Context: an optimization exercise on an open-source flow, tuned for small area, a short achievable clock period and few clock cycles per item. The choices shown serve that exercise and are no tape-out recipe.

## oak
==> flow/design.v (excerpt) <==
module qg_spread_quant (
    input  wire         clk,
    input  wire         rst,
    input  wire         in_valid,
    output wire         in_ready,
    input  wire         in_first,    
    input  wire         in_blank,    
    input  wire         in_dots,     
    input  wire         in_grey3,    
    input  wire [16:0]  in_share,    
    input  wire [15:0]  in_gain,     
    input  wire [2:0]   in_lev,      
    input  wire [127:0] in_vol,      
    output reg          out_valid,
    output reg  [2:0]   out_lev,
    output reg          out_clip
);
    assign in_ready = 1'b1;
    reg         s1_valid;
    reg         s1_first, s1_blank, s1_dots, s1_grey3;
    reg [16:0]  s1_share;
    reg [15:0]  s1_gain;
    reg [2:0]   s1_lev;
    reg [111:0] s1_vol;
    always @(posedge clk) begin
        s1_valid <= in_valid && !rst;
        s1_first <= in_first;
        s1_blank <= in_blank;
        s1_dots  <= in_dots;
        s1_grey3 <= in_grey3;
        s1_share <= in_share;
        s1_gain  <= in_dots ? 16'h4000 : in_gain;
        s1_lev   <= in_lev;
        s1_vol   <= in_vol[127:16];
    end
    genvar gi;
    wire [18:-1] bs = {2'b00, s1_share, 1'b0};     
    wire [15:0]  bg = s1_gain;
    wire [32:0] mul_a, mul_b;
    wire bn0 = bs[1];
    wire b10 = bs[0] ^ 1'b0;
    wire b20 = (bs[1] & ~bs[0] & ~1'b0) | (~bs[1] & bs[0] & 1'b0);
    wire bp0_0 = ((b10 & bg[0]) | (b20 & 1'b0)) ^ bn0;
    wire bp0_1 = ((b10 & bg[1]) | (b20 & bg[0])) ^ bn0;
    wire bp0_2 = ((b10 & bg[2]) | (b20 & bg[1])) ^ bn0;
    wire bp0_3 = ((b10 & bg[3]) | (b20 & bg[2])) ^ bn0;
    wire bp0_4 = ((b10 & bg[4]) | (b20 & bg[3])) ^ bn0;
    wire bp0_5 = ((b10 & bg[5]) | (b20 & bg[4])) ^ bn0;
    wire bp0_6 = ((b10 & bg[6]) | (b20 & bg[5])) ^ bn0;
    wire bp0_7 = ((b10 & bg[7]) | (b20 & bg[6])) ^ bn0;
    wire bp0_8 = ((b10 & bg[8]) | (b20 & bg[7])) ^ bn0;
    wire bp0_9 = ((b10 & bg[9]) | (b20 & bg[8])) ^ bn0;
    wire bp0_10 = ((b10 & bg[10]) | (b20 & bg[9])) ^ bn0;
    wire bp0_11 = ((b10 & bg[11]) | (b20 & bg[10])) ^ bn0;
  ...
Size in the first run: roughly 340 flip-flops, ~180 I/O pins, ~24000 um2 of cells after synthesis.
export LEC_CHECK = 0
export ABC_AREA = 1
export CAP_MARGIN = 20
export CORE_MARGIN = 2
export CORE_UTILIZATION = 40
export PLACE_DENSITY = 0.6
export SLEW_MARGIN = 20
create_clock -name core_clock -period 36.0 [get_ports {clk}]
standard.sh (not shown) runs the stock make flow with config.mk's settings and CLKGATE_MAP_FILE= SYNTH_SCRIPT=/design/flow/synth_recipe.tcl, a recipe that flattens the netlist after the stock synthesis.
==> flow/flow/run.sh <==
#!/bin/bash
# The standard layout, except that the ports are buffered with the
# smallest buffer (sky130_fd_sc_hd__buf_1) instead of the delay cell
# buffer_ports picks by itself.  Synthesis is the standard one.
set -euo pipefail
bash standard.sh synth > synth.log 2>&1
bash standard.sh "BUFFER_PORTS_ARGS=-buffer_cell sky130_fd_sc_hd__buf_1" finish > layout.log 2>&1
Input-level comparison between pine and oak:
--- a/flow/design.v
+++ b/flow/design.v
@@ -497,58 +497,51 @@
         begin
             c = 1'b0;
             for (k = 0; k < 13; k = k + 1)
                 c = (x[k] & y[k]) | (x[k] & c) | (y[k] & c);
             carry13 = c;
         end
     endfunction
     wire [32:13] prod = mul_a[32:13] + mul_b[32:13] + carry13(mul_a[12:0], mul_b[12:0]);
     wire        sat  = !s1_dots && (|prod[32:30]);
-    wire [15:0] v1 [0:7];                        
-    assign v1[0] = 16'd0;
-    generate
-        for (gi = 1; gi < 8; gi = gi + 1) begin : g_v1
-            assign v1[gi] = s1_vol[16*gi-16 +: 16];
-        end
-    endgenerate
     wire [16:0] a    = sat ? 17'h0ffff : prod[30:14];
     reg         s2_valid;
     reg         s2_blank, s2_grey3;
     reg [16:0]  s2_a;
-    reg [15:0]  s2_own;
+    reg [2:0]   s2_lev;
     reg [111:0] s2_vol;
     always @(posedge clk) begin
         s2_valid <= s1_valid && !rst;
         s2_blank <= s1_blank;
         s2_grey3 <= s1_grey3;
         s2_a     <= a;
-        s2_own   <= v1[s1_lev];
+        s2_lev   <= s1_lev;
         s2_vol   <= s1_vol;
     end
     wire [15:0] v [0:8];
     assign v[0] = 16'd0;
     assign v[8] = 16'd0;
     generate
         for (gi = 1; gi < 8; gi = gi + 1) begin : g_v2
             assign v[gi] = s2_vol[16*gi-16 +: 16];
         end
     endgenerate
-    reg  [15:0] c_want;
+    reg  [18:0] c_want;
     reg  [15:0] c_vol;
-    wire [18:0] w_p  = {3'd0, s2_own};
+    wire [15:0] own  = v[s2_lev];
+    wire [18:0] w_p  = {3'd0, own};
     wire [18:0] w_q  = {2'd0, s2_a};
     wire [18:0] w_v  = {3'b111, ~c_vol};
     wire [18:0] w_s1 = w_p ^ w_q ^ w_v;
     wire [18:0] w_c1 = (w_p & w_q) | (w_p & w_v) | (w_q & w_v);
     wire [18:0] w_r  = {w_c1[17:0], 1'b1};
-    wire [18:0] w_u  = {3'd0, c_want};
-    wire [18:0] w_s2 = w_s1 ^ w_r ^ w_u;
-    wire [18:0] w_c2 = (w_s1 & w_r) | (w_s1 & w_u) | (w_r & w_u);
+    wire [18:0] w_s2 = w_s1 ^ w_r ^ c_want;
+    wire [18:0] w_c2 = (w_s1 & w_r) | (w_s1 & c_want) | (w_r & c_want);
     wire [18:0] want = w_s2 + {w_c2[17:0], 1'b0};
     wire        neg  = want[18];
     wire        big  = !neg && (|want[17:16]);
     function carry19(input [18:0] x, input [18:0] y, input ci);
         integer k;
         reg c;
         begin
             c = ci;
             for (k = 0; k < 19; k = k + 1)
@@ -587,19 +580,19 @@
         for (l = 1; l < 8; l = l + 1)
             v_sel = v_sel | ({16{at_b[l]}} & v[l]);
     end
     wire [15:0] v_top = s2_grey3 ? v[7] : v[3];
     wire        clip  = !neg && (big || carry19({3'd0, want[15:0]}, {3'b111, ~v_top}, 1'b0));
     wire        zero  = clip || neg;
     always @(posedge clk) begin
         out_valid <= s2_valid && !rst;
         if (s1_valid && s1_first) begin
-            c_want <= 16'd0;
+            c_want <= 19'd0;
             c_vol  <= 16'd0;
         end else if (s2_valid && !s2_blank) begin
-            c_want <= zero ? 16'd0 : want[15:0];
+            c_want <= zero ? 19'd0 : want;
             c_vol  <= zero ? 16'd0 : v_sel;
         end
         out_lev  <= s2_blank ? 3'd0 : best;
         out_clip <= !s2_blank && clip;
     end
 endmodule
==> comparison <==
- Going from oak to pine, the post-layout utilization of the core was found to have gone down by 0.47 points.
- Worst setup slack for register-to-register paths ends up higher on oak.
- Between pine and oak, the via count of the first global-routing pass figures differ only marginally.
- Detailed-route vias per instance, pine vs oak: up slightly
- Number of sequential cells | pine below oak
No functional check of the RTL was part of any run of this note.

==> static timing again, ports no longer ideal <==
In the flow no input, the clock included, has a driving cell. The finished layouts below were timed again as built, in two steps. Step 1, drivers: a clkbuf_16 drives clk and a buf_2 each remaining input, both assumed. Step 2 moves the port delays by t, midway between the first and last clock arrival at a register: inputs arrive t later, outputs are due t later. That takes back most of the time a late clock gives input paths. Three values: no drivers, after step 1, after step 2; two values: the first two.
run | t, ns | setup WS [ns] | latest minus earliest clock arrival (ns) | worst slew at a driven data input, ns | pins driven straight from the clock port
oak | 0.624 | 27.756 / 27.702 / 27.816 | 0.028 / 0.028 | 0.04 | 1
pine | 0.607 | 27.610 / 27.610 / 27.610 | 0.044 / 0.043 | 0.04 | 1
After both steps every run listed still meets setup and hold.
